Background: an optimization exercise with open tools, aiming at small area, a short achievable clock period and few clock cycles per item. Do not read the settings as production practice. In this exercise RTL edits were held to simulation tests only and were not proved equivalent to the original. Power and IR drop assume default switching activity.

==> garnet: inputs <==
// pcode_dec
module pcode_dec (
    input  wire         clk,
    input  wire         rst,
    input  wire         in_valid,
    output reg          in_ready,
    input  wire [63:0]  in_data,
    output reg          done,
    output wire [3:0]   fail,      
    output wire [11:0]  nerr,      
    output wire [159:0] err_pos,   
    output wire [255:0] err_val    
);
==> flow/config.mk <==
export PLATFORM = sky130hd
export DESIGN_NAME = pcode_dec
export DESIGN_NICKNAME = pcode_dec
export VERILOG_FILES = /design/flow/design.v
export SDC_FILE = /design/flow/constraint.sdc
export NUM_CORES = 4
export LEC_CHECK = 0
export CAP_MARGIN = 20
export CORE_MARGIN = 2
export CORE_UTILIZATION = 35
export GPL_ROUTABILITY_DRIVEN = 1
export PLACE_DENSITY = 0.45
export SETUP_SLACK_MARGIN = 5
export SLEW_MARGIN = 20
==> flow/constraint.sdc <==
create_clock -name core_clock -period 10.0 [get_ports {clk}]
set_input_delay 2.0000 -clock core_clock [delete_from_list [all_inputs] [get_ports {clk}]]
set_output_delay 2.0000 -clock core_clock [all_outputs]
set_load 0.01 [all_outputs]
run.sh (not shown) runs the stock make flow with config.mk's settings and CLKGATE_MAP_FILE= SYNTH_SCRIPT=/design/flow/synth_recipe.tcl, a recipe that flattens the netlist after the stock synthesis.
==> lagoon: changes against garnet <==
--- a/flow/design.v
+++ b/flow/design.v
@@ -58,70 +58,85 @@
                      T_TMP  = 3'd2,      
                      T_LAM  = 3'd3,      
                      T_OM   = 3'd4,      
                      T_GAM  = 3'd5,      
                      T_VAL  = 3'd6;      
     reg [3:0]  state;
     reg [15:0] acc [0:7];    
     reg [15:0] lam [0:4];    
-    reg [15:0] bp  [0:4];    
+    reg [15:0] bp  [0:3];    
     reg [15:0] gam;
     reg [15:0] dlt;          
     reg [15:0] tmp;          
     reg [3:0]  blen;         
     reg [2:0]  iter;         
     reg [2:0]  idx;          
     reg [2:0]  sdx;          
     reg        ph;           
     reg        upd_r;        
     reg [1:0]  kk;           
     reg [9:0]  word;         
     reg        rr;           
-    reg [2:0]  found;
+    reg [1:0]  cslot;        
+    reg [2:0]  rns_r, sds_r, ums_r, rnu_r, sdu_r, umu_r;
+    reg [3:0]  nlen_r;
+    reg [2:0]  umax_r;       
+    reg        dfirst;       
     reg [4:0]  fcnt;
     reg [15:0] ma, mb;       
     reg [2:0]  tag;
     reg [2:0]  tj;
     reg        tfirst;
     reg [39:0] cpos;
     reg [63:0] cval;
     reg [23:0] sx;
     wire [127:0] sbf = {sx, cpos, cval};
     assign pos  = cpos;
     assign val  = cval;
     assign busy = (state != ST_IDLE) || fin;
     wire [15:0] mp = gfmul(ma, mb);
-    wire [2:0] lmin  = (blen > 4'd4) ? 3'd4 : blen[2:0];
-    wire [2:0] rmin  = (iter < lmin) ? iter : lmin;           
+    function [3:0] newlen(input [3:0] b, input [2:0] r);
+        newlen = ({b, 1'b0} <= {1'b0, r}) ? ({1'b0, r} + 4'd1 - b) : b;
+    endfunction
+    function [2:0] min4(input [3:0] x);
+        min4 = (x > 4'd4) ? 3'd4 : x[2:0];
+    endfunction
     wire       upd   = ({blen, 1'b0} <= {1'b0, iter});        
-    wire [3:0] nlen  = upd ? ({1'b0, iter} + 4'd1 - blen) : blen;
-    wire [2:0] umax  = (nlen > 4'd4) ? 3'd4 : nlen[2:0];       
-    wire [2:0] nmin  = (nlen > 4'd4) ? 3'd4 : nlen[2:0];
-    wire [2:0] rnu   = ((iter + 3'd1) < nmin) ? iter + 3'd1 : nmin;
-    wire [2:0] rns   = ((iter + 3'd1) < lmin) ? iter + 3'd1 : lmin;
-    wire [15:0] bprev = (idx > 3'd4) ? 16'h0000 : bp[idx];
+    wire [3:0] nlen  = newlen(blen, iter);
+    wire [3:0] nxr   = {1'b0, iter} + 4'd1;                   
+    wire [3:0] rns   = (nxr < {1'b0, min4(blen)}) ? nxr : {1'b0, min4(blen)};
+    wire [3:0] rnu   = (nxr < {1'b0, min4(nlen)}) ? nxr : {1'b0, min4(nlen)};
+    always @(posedge clk) begin
+        nlen_r <= nlen;
+        rns_r  <= rns[2:0];
+        sds_r  <= nxr[2:0] - rns[2:0];
+        ums_r  <= min4(newlen(blen, nxr[2:0]));
+        rnu_r  <= rnu[2:0];
+        sdu_r  <= nxr[2:0] - rnu[2:0];
+        umu_r  <= min4(newlen(nlen, nxr[2:0]));
+    end
+    wire [15:0] bprev = (idx > 3'd3) ? 16'h0000 : bp[idx];
     wire [15:0] syn   = sbf[16*sdx +: 16];
     wire [15:0] ev_lam = lam[0] ^ lam[1] ^ lam[2] ^ lam[3] ^ lam[4];
     wire [15:0] ev_odd = lam[1] ^ lam[3];
     wire [15:0] ev_om  = bp[0] ^ bp[1] ^ bp[2] ^ bp[3];
     wire        root   = (ev_lam == 16'h0000);
-    wire [1:0]  cslot  = blen[1:0] - 2'd1 - found[1:0];
     wire [15:0] fsq1 = gfsq((fcnt == 5'd0) ? dlt : gam);
     wire        f_iss = (fcnt == 5'd0) || (fcnt == 5'd2) || (fcnt == 5'd6) ||
                         (fcnt == 5'd8) || (fcnt == 5'd16) || (fcnt == 5'd18) ||
                         (fcnt == 5'd20);
     wire        f_sq  = (fcnt == 5'd4) || (fcnt == 5'd5) ||
                         (fcnt >= 5'd10 && fcnt <= 5'd15);
     integer j;
     reg [15:0] an [0:7];
-    reg [15:0] bsh [0:4];    
+    reg [15:0] bsh [0:3];    
     always @(*) begin
         bsh[0] = 16'h0000;
-        for (j = 1; j < 5; j = j + 1)
+        for (j = 1; j < 4; j = j + 1)
             bsh[j] = bp[j-1];
     end
     reg [15:0] ma_n, mb_n;
     always @(*) begin
         ma_n = lam[idx];
         mb_n = syn;
         case (state)
             ST_DW: mb_n = gam;
@@ -160,17 +175,18 @@
         end
         case (tag)
             T_DACC: dlt <= (tfirst ? 16'h0000 : dlt) ^ mp;
             T_TMP:  tmp <= mp;
             T_LAM: begin
                 for (j = 0; j < 5; j = j + 1)
                     if (tj == j) begin
                         lam[j] <= tmp ^ mp;
-                        bp[j]  <= upd_r ? lam[j] : bsh[j];
+                        if (j < 4)
+                            bp[j] <= upd_r ? lam[j] : bsh[j];
                     end
             end
             T_OM: begin
                 for (j = 0; j < 4; j = j + 1)
                     if (tj == j)
                         bp[j] <= (tfirst ? 16'h0000 : bp[j]) ^ mp;
             end
             T_GAM:  gam <= mp;
@@ -186,106 +202,113 @@
             case (state)
                 ST_IDLE: begin
                     if (v && l) begin
                         cval <= {an[3], an[2], an[1], an[0]};
                         cpos <= {an[6][7:0], an[5], an[4]};
                         sx   <= {an[7], an[6][15:8]};
                         lam[0] <= 16'h0001;
                         bp[0]  <= 16'h0001;
-                        for (j = 1; j < 5; j = j + 1) begin
+                        for (j = 1; j < 5; j = j + 1)
                             lam[j] <= 16'h0000;
+                        for (j = 1; j < 4; j = j + 1)
                             bp[j]  <= 16'h0000;
-                        end
                         gam   <= 16'h0001;
                         blen  <= 4'd0;
                         iter  <= 3'd0;
                         idx   <= 3'd0;
                         sdx   <= 3'd0;
+                        umax_r <= 3'd1;
+                        dfirst <= 1'b1;
                         state <= ST_DELTA;
                     end
                 end
                 ST_DELTA: begin
                     tag    <= T_DACC;
-                    tfirst <= (idx == rmin);
+                    tfirst <= dfirst;
+                    dfirst <= 1'b0;
                     sdx    <= sdx + 3'd1;
                     if (idx == 3'd0) begin
-                        idx   <= umax;
+                        idx   <= umax_r;
                         state <= ST_DW;
                     end else begin
                         idx <= idx - 3'd1;
                     end
                 end
                 ST_DW: begin
                     tag   <= T_TMP;
                     idx   <= idx - 3'd1;
                     state <= ST_DD;
                 end
                 ST_DD: begin
                     if (dlt == 16'h0000) begin
-                        for (j = 1; j < 5; j = j + 1)
+                        for (j = 1; j < 4; j = j + 1)
                             bp[j] <= bp[j-1];
                         bp[0] <= 16'h0000;
                         iter  <= iter + 3'd1;
-                        idx   <= rns;
-                        sdx   <= iter + 3'd1 - rns;
+                        idx   <= rns_r;
+                        sdx   <= sds_r;
+                        umax_r <= ums_r;
+                        dfirst <= 1'b1;
                         state <= (iter == 3'd7) ? ST_OMS : ST_DELTA;
                     end else begin
                         upd_r <= upd;
-                        for (j = 1; j < 5; j = j + 1)
-                            if (j > umax)
+                        for (j = 1; j < 4; j = j + 1)
+                            if (j > umax_r)
                                 bp[j] <= upd ? 16'h0000 : bp[j-1];
                         tag <= T_LAM;
                         tj  <= idx + 3'd1;
                         ph  <= 1'b0;
                         if (idx == 3'd7) begin
-                            if (upd) begin
-                                blen <= nlen;
-                                gam  <= dlt;
-                            end
+                            if (upd)
+                                gam <= dlt;
+                            blen  <= nlen_r;
                             iter  <= iter + 3'd1;
-                            idx   <= rnu;
-                            sdx   <= iter + 3'd1 - rnu;
-                            state <= (iter == 3'd7 || nlen > 4'd4) ? ST_OMS : ST_DELTA;
+                            idx   <= rnu_r;
+                            sdx   <= sdu_r;
+                            umax_r <= umu_r;
+                            dfirst <= 1'b1;
+                            state <= (iter == 3'd7 || nlen_r > 4'd4) ? ST_OMS : ST_DELTA;
                         end else begin
                             state <= ST_UPD;
                         end
                     end
                 end
                 ST_UPD: begin
                     if (!ph) begin
                         tag <= T_TMP;
                         idx <= idx - 3'd1;
                         ph  <= 1'b1;
                     end else begin
                         tag <= T_LAM;
                         tj  <= idx + 3'd1;
                         ph  <= 1'b0;
                         if (idx == 3'd7) begin
-                            if (upd) begin
-                                blen <= nlen;
-                                gam  <= dlt;
-                            end
+                            if (upd_r)
+                                gam <= dlt;
+                            blen  <= nlen_r;
                             iter  <= iter + 3'd1;
-                            idx   <= rnu;
-                            sdx   <= iter + 3'd1 - rnu;
-                            state <= (iter == 3'd7 || nlen > 4'd4) ? ST_OMS : ST_DELTA;
+                            idx   <= rnu_r;
+                            sdx   <= sdu_r;
+                            umax_r <= umu_r;
+                            dfirst <= 1'b1;
+                            state <= (iter == 3'd7 || nlen_r > 4'd4) ? ST_OMS : ST_DELTA;
                         end
                     end
                 end
                 ST_OMS: begin
                     if (blen == 4'd0 || blen > 4'd4) begin
                         cpos  <= 40'd0;
                         cval  <= 64'd0;
                         fail  <= (blen != 4'd0);
                         nerr  <= 3'd0;
                         fin   <= 1'b1;
                         state <= ST_IDLE;
                     end else begin
-                        for (j = 1; j < 5; j = j + 1)
+                        for (j = 1; j < 4; j = j + 1)
                             if (j >= blen)
                                 bp[j] <= 16'h0000;
                         kk    <= 2'd0;
                         idx   <= 3'd0;
                         sdx   <= 3'd0;
                         state <= ST_OMEGA;
                     end
                 end
@@ -304,17 +327,17 @@
                         sdx <= sdx - 3'd1;
                     end
                 end
                 ST_OMW: begin
                     cpos  <= 40'd0;
                     cval  <= 64'd0;
                     word  <= 10'd520;
                     rr    <= 1'b0;
-                    found <= 3'd0;
+                    cslot <= blen[1:0] - 2'd1;
                     state <= ST_CHIEN;
                 end
                 ST_CHIEN: begin
                     if (rr) begin
                         fcnt  <= 5'd0;
                         state <= ST_FORN;
                     end else if (word == 10'd0) begin
                         cpos  <= 40'd0;
@@ -342,18 +365,18 @@
                     if (f_sq)
                         gam <= fsq1;
                     if (f_iss) begin
                         tag <= (fcnt == 5'd20) ? T_VAL : T_GAM;
                         tj  <= {1'b0, cslot};
                         if (fcnt == 5'd20)
                             cpos[10*cslot +: 10] <= word;
                     end else if (fcnt == 5'd21) begin
-                        found <= found + 3'd1;
-                        if ({1'b0, found} + 4'd1 == blen) begin
+                        cslot <= cslot - 2'd1;
+                        if (cslot == 2'd0) begin
                             fail  <= 1'b0;
                             nerr  <= blen[2:0];
                             fin   <= 1'b1;
                             state <= ST_IDLE;
                         end else begin
                             rr    <= 1'b0;
                             state <= ST_CHIEN;
                         end
@@ -377,48 +400,46 @@
     input  wire [63:0]  in_data,
     output reg          done,
     output wire [3:0]   fail,      
     output wire [11:0]  nerr,      
     output wire [159:0] err_pos,   
     output wire [255:0] err_val    
 );
     reg  [9:0]  count;
-    reg         v_r, f_r, l_r;
-    reg  [63:0] d_r;
+    reg         f_r, l_r;    
     wire [3:0]  busy;
     wire [3:0]  fin;
     wire       take   = in_valid && in_ready;
     wire [9:0] count_n = !take ? count : (count == 10'd519) ? 10'd0 : count + 10'd1;
     always @(posedge clk) begin
-        d_r <= in_data;
-        f_r <= (count == 10'd0);
-        l_r <= (count == 10'd519);
+        f_r <= (count_n == 10'd0);
+        l_r <= (count_n == 10'd519);
         if (rst) begin
             count <= 10'd0;
+            f_r   <= 1'b1;
+            l_r   <= 1'b0;
             in_ready <= 1'b0;
-            v_r   <= 1'b0;
             done  <= 1'b0;
         end else begin
-            v_r <= take;
             count <= count_n;
             in_ready <= !((count_n == 10'd519) && (busy != 4'd0));
             done <= (fin == 4'hF) && !done;
         end
     end
     genvar l;
     generate
         for (l = 0; l < 4; l = l + 1) begin : lane
             pc_lane u_lane (
                 .clk   (clk),
                 .rst   (rst),
-                .v     (v_r),
+                .v     (take),
                 .f     (f_r),
                 .l     (l_r),
-                .d     (d_r[16*l +: 16]),
+                .d     (in_data[16*l +: 16]),
                 .busy  (busy[l]),
                 .fin   (fin[l]),
                 .ack   (done),
                 .fail  (fail[l]),
                 .nerr  (nerr[3*l +: 3]),
                 .pos   (err_pos[40*l +: 40]),
                 .val   (err_val[64*l +: 64])
             );
==> flow/flow/run.sh (new file) <==
#!/bin/bash
set -euo pipefail
bash standard.sh SETUP_SLACK_MARGIN=6.1 finish > flow.log 2>&1
==> flow/standard.sh (new file) <==
#!/bin/bash
# synth_recipe.tcl (not shown) runs the flow's synth.tcl, then flattens the netlist and writes it again
# the make line also repeats each setting of config.mk as NAME=value (left out here)
make -C /OpenROAD-flow-scripts/flow DESIGN_CONFIG=/design/flow/config.mk WORK_HOME=/design/flow/orfs CLKGATE_MAP_FILE= SYNTH_SCRIPT=/design/flow/synth_recipe.tcl "${@:-finish}"
Settings changed: CORE_UTILIZATION 35 to 55, PLACE_DENSITY 0.45 to 0.65, SETUP_SLACK_MARGIN 5 to not set.
removed: flow/run.sh
==> nickel: changes against garnet <==
--- a/flow/design.v
+++ b/flow/design.v
@@ -58,70 +58,85 @@
                      T_TMP  = 3'd2,      
                      T_LAM  = 3'd3,      
                      T_OM   = 3'd4,      
                      T_GAM  = 3'd5,      
                      T_VAL  = 3'd6;      
     reg [3:0]  state;
     reg [15:0] acc [0:7];    
     reg [15:0] lam [0:4];    
-    reg [15:0] bp  [0:4];    
+    reg [15:0] bp  [0:3];    
     reg [15:0] gam;
     reg [15:0] dlt;          
     reg [15:0] tmp;          
     reg [3:0]  blen;         
     reg [2:0]  iter;         
     reg [2:0]  idx;          
     reg [2:0]  sdx;          
     reg        ph;           
     reg        upd_r;        
     reg [1:0]  kk;           
     reg [9:0]  word;         
     reg        rr;           
-    reg [2:0]  found;
+    reg [1:0]  cslot;        
+    reg [2:0]  rns_r, sds_r, ums_r, rnu_r, sdu_r, umu_r;
+    reg [3:0]  nlen_r;
+    reg [2:0]  umax_r;       
+    reg        dfirst;       
     reg [4:0]  fcnt;
     reg [15:0] ma, mb;       
     reg [2:0]  tag;
     reg [2:0]  tj;
     reg        tfirst;
     reg [39:0] cpos;
     reg [63:0] cval;
     reg [23:0] sx;
     wire [127:0] sbf = {sx, cpos, cval};
     assign pos  = cpos;
     assign val  = cval;
     assign busy = (state != ST_IDLE) || fin;
     wire [15:0] mp = gfmul(ma, mb);
-    wire [2:0] lmin  = (blen > 4'd4) ? 3'd4 : blen[2:0];
-    wire [2:0] rmin  = (iter < lmin) ? iter : lmin;           
+    function [3:0] newlen(input [3:0] b, input [2:0] r);
+        newlen = ({b, 1'b0} <= {1'b0, r}) ? ({1'b0, r} + 4'd1 - b) : b;
+    endfunction
+    function [2:0] min4(input [3:0] x);
+        min4 = (x > 4'd4) ? 3'd4 : x[2:0];
+    endfunction
     wire       upd   = ({blen, 1'b0} <= {1'b0, iter});        
-    wire [3:0] nlen  = upd ? ({1'b0, iter} + 4'd1 - blen) : blen;
-    wire [2:0] umax  = (nlen > 4'd4) ? 3'd4 : nlen[2:0];       
-    wire [2:0] nmin  = (nlen > 4'd4) ? 3'd4 : nlen[2:0];
-    wire [2:0] rnu   = ((iter + 3'd1) < nmin) ? iter + 3'd1 : nmin;
-    wire [2:0] rns   = ((iter + 3'd1) < lmin) ? iter + 3'd1 : lmin;
-    wire [15:0] bprev = (idx > 3'd4) ? 16'h0000 : bp[idx];
+    wire [3:0] nlen  = newlen(blen, iter);
+    wire [3:0] nxr   = {1'b0, iter} + 4'd1;                   
+    wire [3:0] rns   = (nxr < {1'b0, min4(blen)}) ? nxr : {1'b0, min4(blen)};
+    wire [3:0] rnu   = (nxr < {1'b0, min4(nlen)}) ? nxr : {1'b0, min4(nlen)};
+    always @(posedge clk) begin
+        nlen_r <= nlen;
+        rns_r  <= rns[2:0];
+        sds_r  <= nxr[2:0] - rns[2:0];
+        ums_r  <= min4(newlen(blen, nxr[2:0]));
+        rnu_r  <= rnu[2:0];
+        sdu_r  <= nxr[2:0] - rnu[2:0];
+        umu_r  <= min4(newlen(nlen, nxr[2:0]));
+    end
+    wire [15:0] bprev = (idx > 3'd3) ? 16'h0000 : bp[idx];
     wire [15:0] syn   = sbf[16*sdx +: 16];
     wire [15:0] ev_lam = lam[0] ^ lam[1] ^ lam[2] ^ lam[3] ^ lam[4];
     wire [15:0] ev_odd = lam[1] ^ lam[3];
     wire [15:0] ev_om  = bp[0] ^ bp[1] ^ bp[2] ^ bp[3];
     wire        root   = (ev_lam == 16'h0000);
-    wire [1:0]  cslot  = blen[1:0] - 2'd1 - found[1:0];
     wire [15:0] fsq1 = gfsq((fcnt == 5'd0) ? dlt : gam);
     wire        f_iss = (fcnt == 5'd0) || (fcnt == 5'd2) || (fcnt == 5'd6) ||
                         (fcnt == 5'd8) || (fcnt == 5'd16) || (fcnt == 5'd18) ||
                         (fcnt == 5'd20);
     wire        f_sq  = (fcnt == 5'd4) || (fcnt == 5'd5) ||
                         (fcnt >= 5'd10 && fcnt <= 5'd15);
     integer j;
     reg [15:0] an [0:7];
-    reg [15:0] bsh [0:4];    
+    reg [15:0] bsh [0:3];    
     always @(*) begin
         bsh[0] = 16'h0000;
-        for (j = 1; j < 5; j = j + 1)
+        for (j = 1; j < 4; j = j + 1)
             bsh[j] = bp[j-1];
     end
     reg [15:0] ma_n, mb_n;
     always @(*) begin
         ma_n = lam[idx];
         mb_n = syn;
         case (state)
             ST_DW: mb_n = gam;
@@ -160,17 +175,18 @@
         end
         case (tag)
             T_DACC: dlt <= (tfirst ? 16'h0000 : dlt) ^ mp;
             T_TMP:  tmp <= mp;
             T_LAM: begin
                 for (j = 0; j < 5; j = j + 1)
                     if (tj == j) begin
                         lam[j] <= tmp ^ mp;
-                        bp[j]  <= upd_r ? lam[j] : bsh[j];
+                        if (j < 4)
+                            bp[j] <= upd_r ? lam[j] : bsh[j];
                     end
             end
             T_OM: begin
                 for (j = 0; j < 4; j = j + 1)
                     if (tj == j)
                         bp[j] <= (tfirst ? 16'h0000 : bp[j]) ^ mp;
             end
             T_GAM:  gam <= mp;
@@ -186,106 +202,113 @@
             case (state)
                 ST_IDLE: begin
                     if (v && l) begin
                         cval <= {an[3], an[2], an[1], an[0]};
                         cpos <= {an[6][7:0], an[5], an[4]};
                         sx   <= {an[7], an[6][15:8]};
                         lam[0] <= 16'h0001;
                         bp[0]  <= 16'h0001;
-                        for (j = 1; j < 5; j = j + 1) begin
+                        for (j = 1; j < 5; j = j + 1)
                             lam[j] <= 16'h0000;
+                        for (j = 1; j < 4; j = j + 1)
                             bp[j]  <= 16'h0000;
-                        end
                         gam   <= 16'h0001;
                         blen  <= 4'd0;
                         iter  <= 3'd0;
                         idx   <= 3'd0;
                         sdx   <= 3'd0;
+                        umax_r <= 3'd1;
+                        dfirst <= 1'b1;
                         state <= ST_DELTA;
                     end
                 end
                 ST_DELTA: begin
                     tag    <= T_DACC;
-                    tfirst <= (idx == rmin);
+                    tfirst <= dfirst;
+                    dfirst <= 1'b0;
                     sdx    <= sdx + 3'd1;
                     if (idx == 3'd0) begin
-                        idx   <= umax;
+                        idx   <= umax_r;
                         state <= ST_DW;
                     end else begin
                         idx <= idx - 3'd1;
                     end
                 end
                 ST_DW: begin
                     tag   <= T_TMP;
                     idx   <= idx - 3'd1;
                     state <= ST_DD;
                 end
                 ST_DD: begin
                     if (dlt == 16'h0000) begin
-                        for (j = 1; j < 5; j = j + 1)
+                        for (j = 1; j < 4; j = j + 1)
                             bp[j] <= bp[j-1];
                         bp[0] <= 16'h0000;
                         iter  <= iter + 3'd1;
-                        idx   <= rns;
-                        sdx   <= iter + 3'd1 - rns;
+                        idx   <= rns_r;
+                        sdx   <= sds_r;
+                        umax_r <= ums_r;
+                        dfirst <= 1'b1;
                         state <= (iter == 3'd7) ? ST_OMS : ST_DELTA;
                     end else begin
                         upd_r <= upd;
-                        for (j = 1; j < 5; j = j + 1)
-                            if (j > umax)
+                        for (j = 1; j < 4; j = j + 1)
+                            if (j > umax_r)
                                 bp[j] <= upd ? 16'h0000 : bp[j-1];
                         tag <= T_LAM;
                         tj  <= idx + 3'd1;
                         ph  <= 1'b0;
                         if (idx == 3'd7) begin
-                            if (upd) begin
-                                blen <= nlen;
-                                gam  <= dlt;
-                            end
+                            if (upd)
+                                gam <= dlt;
+                            blen  <= nlen_r;
                             iter  <= iter + 3'd1;
-                            idx   <= rnu;
-                            sdx   <= iter + 3'd1 - rnu;
-                            state <= (iter == 3'd7 || nlen > 4'd4) ? ST_OMS : ST_DELTA;
+                            idx   <= rnu_r;
+                            sdx   <= sdu_r;
+                            umax_r <= umu_r;
+                            dfirst <= 1'b1;
+                            state <= (iter == 3'd7 || nlen_r > 4'd4) ? ST_OMS : ST_DELTA;
                         end else begin
                             state <= ST_UPD;
                         end
                     end
                 end
                 ST_UPD: begin
                     if (!ph) begin
                         tag <= T_TMP;
                         idx <= idx - 3'd1;
                         ph  <= 1'b1;
                     end else begin
                         tag <= T_LAM;
                         tj  <= idx + 3'd1;
                         ph  <= 1'b0;
                         if (idx == 3'd7) begin
-                            if (upd) begin
-                                blen <= nlen;
-                                gam  <= dlt;
-                            end
+                            if (upd_r)
+                                gam <= dlt;
+                            blen  <= nlen_r;
                             iter  <= iter + 3'd1;
-                            idx   <= rnu;
-                            sdx   <= iter + 3'd1 - rnu;
-                            state <= (iter == 3'd7 || nlen > 4'd4) ? ST_OMS : ST_DELTA;
+                            idx   <= rnu_r;
+                            sdx   <= sdu_r;
+                            umax_r <= umu_r;
+                            dfirst <= 1'b1;
+                            state <= (iter == 3'd7 || nlen_r > 4'd4) ? ST_OMS : ST_DELTA;
                         end
                     end
                 end
                 ST_OMS: begin
                     if (blen == 4'd0 || blen > 4'd4) begin
                         cpos  <= 40'd0;
                         cval  <= 64'd0;
                         fail  <= (blen != 4'd0);
                         nerr  <= 3'd0;
                         fin   <= 1'b1;
                         state <= ST_IDLE;
                     end else begin
-                        for (j = 1; j < 5; j = j + 1)
+                        for (j = 1; j < 4; j = j + 1)
                             if (j >= blen)
                                 bp[j] <= 16'h0000;
                         kk    <= 2'd0;
                         idx   <= 3'd0;
                         sdx   <= 3'd0;
                         state <= ST_OMEGA;
                     end
                 end
@@ -304,17 +327,17 @@
                         sdx <= sdx - 3'd1;
                     end
                 end
                 ST_OMW: begin
                     cpos  <= 40'd0;
                     cval  <= 64'd0;
                     word  <= 10'd520;
                     rr    <= 1'b0;
-                    found <= 3'd0;
+                    cslot <= blen[1:0] - 2'd1;
                     state <= ST_CHIEN;
                 end
                 ST_CHIEN: begin
                     if (rr) begin
                         fcnt  <= 5'd0;
                         state <= ST_FORN;
                     end else if (word == 10'd0) begin
                         cpos  <= 40'd0;
@@ -342,18 +365,18 @@
                     if (f_sq)
                         gam <= fsq1;
                     if (f_iss) begin
                         tag <= (fcnt == 5'd20) ? T_VAL : T_GAM;
                         tj  <= {1'b0, cslot};
                         if (fcnt == 5'd20)
                             cpos[10*cslot +: 10] <= word;
                     end else if (fcnt == 5'd21) begin
-                        found <= found + 3'd1;
-                        if ({1'b0, found} + 4'd1 == blen) begin
+                        cslot <= cslot - 2'd1;
+                        if (cslot == 2'd0) begin
                             fail  <= 1'b0;
                             nerr  <= blen[2:0];
                             fin   <= 1'b1;
                             state <= ST_IDLE;
                         end else begin
                             rr    <= 1'b0;
                             state <= ST_CHIEN;
                         end
@@ -377,48 +400,46 @@
     input  wire [63:0]  in_data,
     output reg          done,
     output wire [3:0]   fail,      
     output wire [11:0]  nerr,      
     output wire [159:0] err_pos,   
     output wire [255:0] err_val    
 );
     reg  [9:0]  count;
-    reg         v_r, f_r, l_r;
-    reg  [63:0] d_r;
+    reg         f_r, l_r;    
     wire [3:0]  busy;
     wire [3:0]  fin;
     wire       take   = in_valid && in_ready;
     wire [9:0] count_n = !take ? count : (count == 10'd519) ? 10'd0 : count + 10'd1;
     always @(posedge clk) begin
-        d_r <= in_data;
-        f_r <= (count == 10'd0);
-        l_r <= (count == 10'd519);
+        f_r <= (count_n == 10'd0);
+        l_r <= (count_n == 10'd519);
         if (rst) begin
             count <= 10'd0;
+            f_r   <= 1'b1;
+            l_r   <= 1'b0;
             in_ready <= 1'b0;
-            v_r   <= 1'b0;
             done  <= 1'b0;
         end else begin
-            v_r <= take;
             count <= count_n;
             in_ready <= !((count_n == 10'd519) && (busy != 4'd0));
             done <= (fin == 4'hF) && !done;
         end
     end
     genvar l;
     generate
         for (l = 0; l < 4; l = l + 1) begin : lane
             pc_lane u_lane (
                 .clk   (clk),
                 .rst   (rst),
-                .v     (v_r),
+                .v     (take),
                 .f     (f_r),
                 .l     (l_r),
-                .d     (d_r[16*l +: 16]),
+                .d     (in_data[16*l +: 16]),
                 .busy  (busy[l]),
                 .fin   (fin[l]),
                 .ack   (done),
                 .fail  (fail[l]),
                 .nerr  (nerr[3*l +: 3]),
                 .pos   (err_pos[40*l +: 40]),
                 .val   (err_val[64*l +: 64])
             );
==> flow/flow/run.sh (new file) <==
#!/bin/bash
set -euo pipefail
bash standard.sh SETUP_SLACK_MARGIN=6.5 finish > flow.log 2>&1
==> flow/standard.sh (new file) <==
#!/bin/bash
# synth_recipe.tcl (not shown) runs the flow's synth.tcl, then flattens the netlist and writes it again
# the make line also repeats each setting of config.mk as NAME=value (left out here)
make -C /OpenROAD-flow-scripts/flow DESIGN_CONFIG=/design/flow/config.mk WORK_HOME=/design/flow/orfs CLKGATE_MAP_FILE= SYNTH_SCRIPT=/design/flow/synth_recipe.tcl "${@:-finish}"
Settings changed: SETUP_SLACK_MARGIN 5 to not set.
removed: flow/run.sh
==> comparison table <==
                                                                      lagoon                  garnet                  nickel
Top-area cell type share of the netlist area                            0.190                   0.187                   0.190
R2r startpoint                                          lane[1].u_lane.ma[13]  lane[2].u_lane.word[0]  lane[0].u_lane.iter[1]
Multi-input gate area in the final layout                          99,600 um2              96,600 um2             107,000 um2
Area share of xor/xnor cells in the synthesized design                  0.179                   0.175                   0.179
Outcome                                      no timing/DRC/antenna violations  no timing/DRC/antenna violations  no timing/DRC/antenna violations
Net count after synthesis                                              19,400                  19,600                  19,400
Average vias per placed instance                                         6.70                    5.88                    5.94
Tmin final                                                            4.09 ns                 4.77 ns                 4.07 ns
Starting density of the core                                            0.554                   0.352                   0.351
Number of sequential cells in the layout                                2,242                   2,271                   2,242
Reported combinational group power                                  10,200 uW               32,300 uW               16,700 uW
Number of vias after detailed routing                                 153,000                 147,000                 156,000
Met2 Use GR                                                             0.636                   0.474                   0.483
Multi-Input Combinational                                              14,400                  14,600                  14,400
Worst IR drop on VDD                                                  1.17 mV                0.471 mV                0.365 mV
Wire length of the first global-routing pass                       995,000 um            1,070,000 um            1,120,000 um
Die ar.                                                           298,000 um2             469,000 um2             467,000 um2
Seq. pwr                                                            11,000 uW               13,900 uW               11,000 uW
Cell variety after synth                                                   90                      94                      90
Pwr per Cell Area                                                  172 nW/um2              320 nW/um2              187 nW/um2
Cell Area, Synth                                                  161,000 um2             162,000 um2             161,000 um2
Final instance area                                               183,000 um2             180,000 um2             208,000 um2
Multi-input gate share of total cell area                               0.545                   0.536                   0.515
Number of clock sinks                                                   2,242                   2,271                   2,242
Metal3 WL                                                           99,600 um               64,000 um               79,900 um
Net count of the finished layout                                       18,900                  18,800                  20,200
Final core utilization                                                  0.626                   0.391                   0.452
Testbench counts of garnet, summed over its fixed seeds: cycles 93,047, pages 160.
Testbench counts of lagoon, summed over its fixed seeds: cycles 92,965, pages 160.
Testbench counts of nickel, summed over its fixed seeds: cycles 92,965, pages 160.

==> what the ideal ports hide <==
How much do the figures lean on ideal ports? The routed layouts below were timed once more, with nothing changed but the port constraints.
Step 1 (the two cells are an assumption about what drives the block):
set clk [get_ports {clk}]
set_driving_cell -lib_cell sky130_fd_sc_hd__clkbuf_16 $clk
set_driving_cell -lib_cell sky130_fd_sc_hd__buf_2 [delete_from_list [all_inputs] $clk]
Step 2, shift: input delay + t, output delay - t, t = (earliest + latest rising clock arrival at the registers) / 2. This alone moves slack from input paths to output paths.
Three values: ideal, step 1, step 2; two values: the first two.
| run | t (ns) | slack for setup (ns) | worst hold slack (ns) | worst register clock-pin slew, ns |
|---|---|---|---|---|
| garnet | 1.087 | 5.232 / 5.232 / 5.232 | 0.459 / 0.459 / 0.459 | 0.07 / 0.07 |
| lagoon | 1.055 | 5.905 / 5.905 / 4.990 | 0.503 / 0.503 / 0.503 | 0.07 / 0.07 |
| nickel | 1.081 | 5.935 / 5.935 / 5.434 | 0.478 / 0.478 / 0.478 | 0.07 / 0.07 |
After both steps every run listed still meets setup and hold. The setup slack of lagoon, which loses most, moves by 0.000 ns with the drivers and by -0.915 ns with both steps.
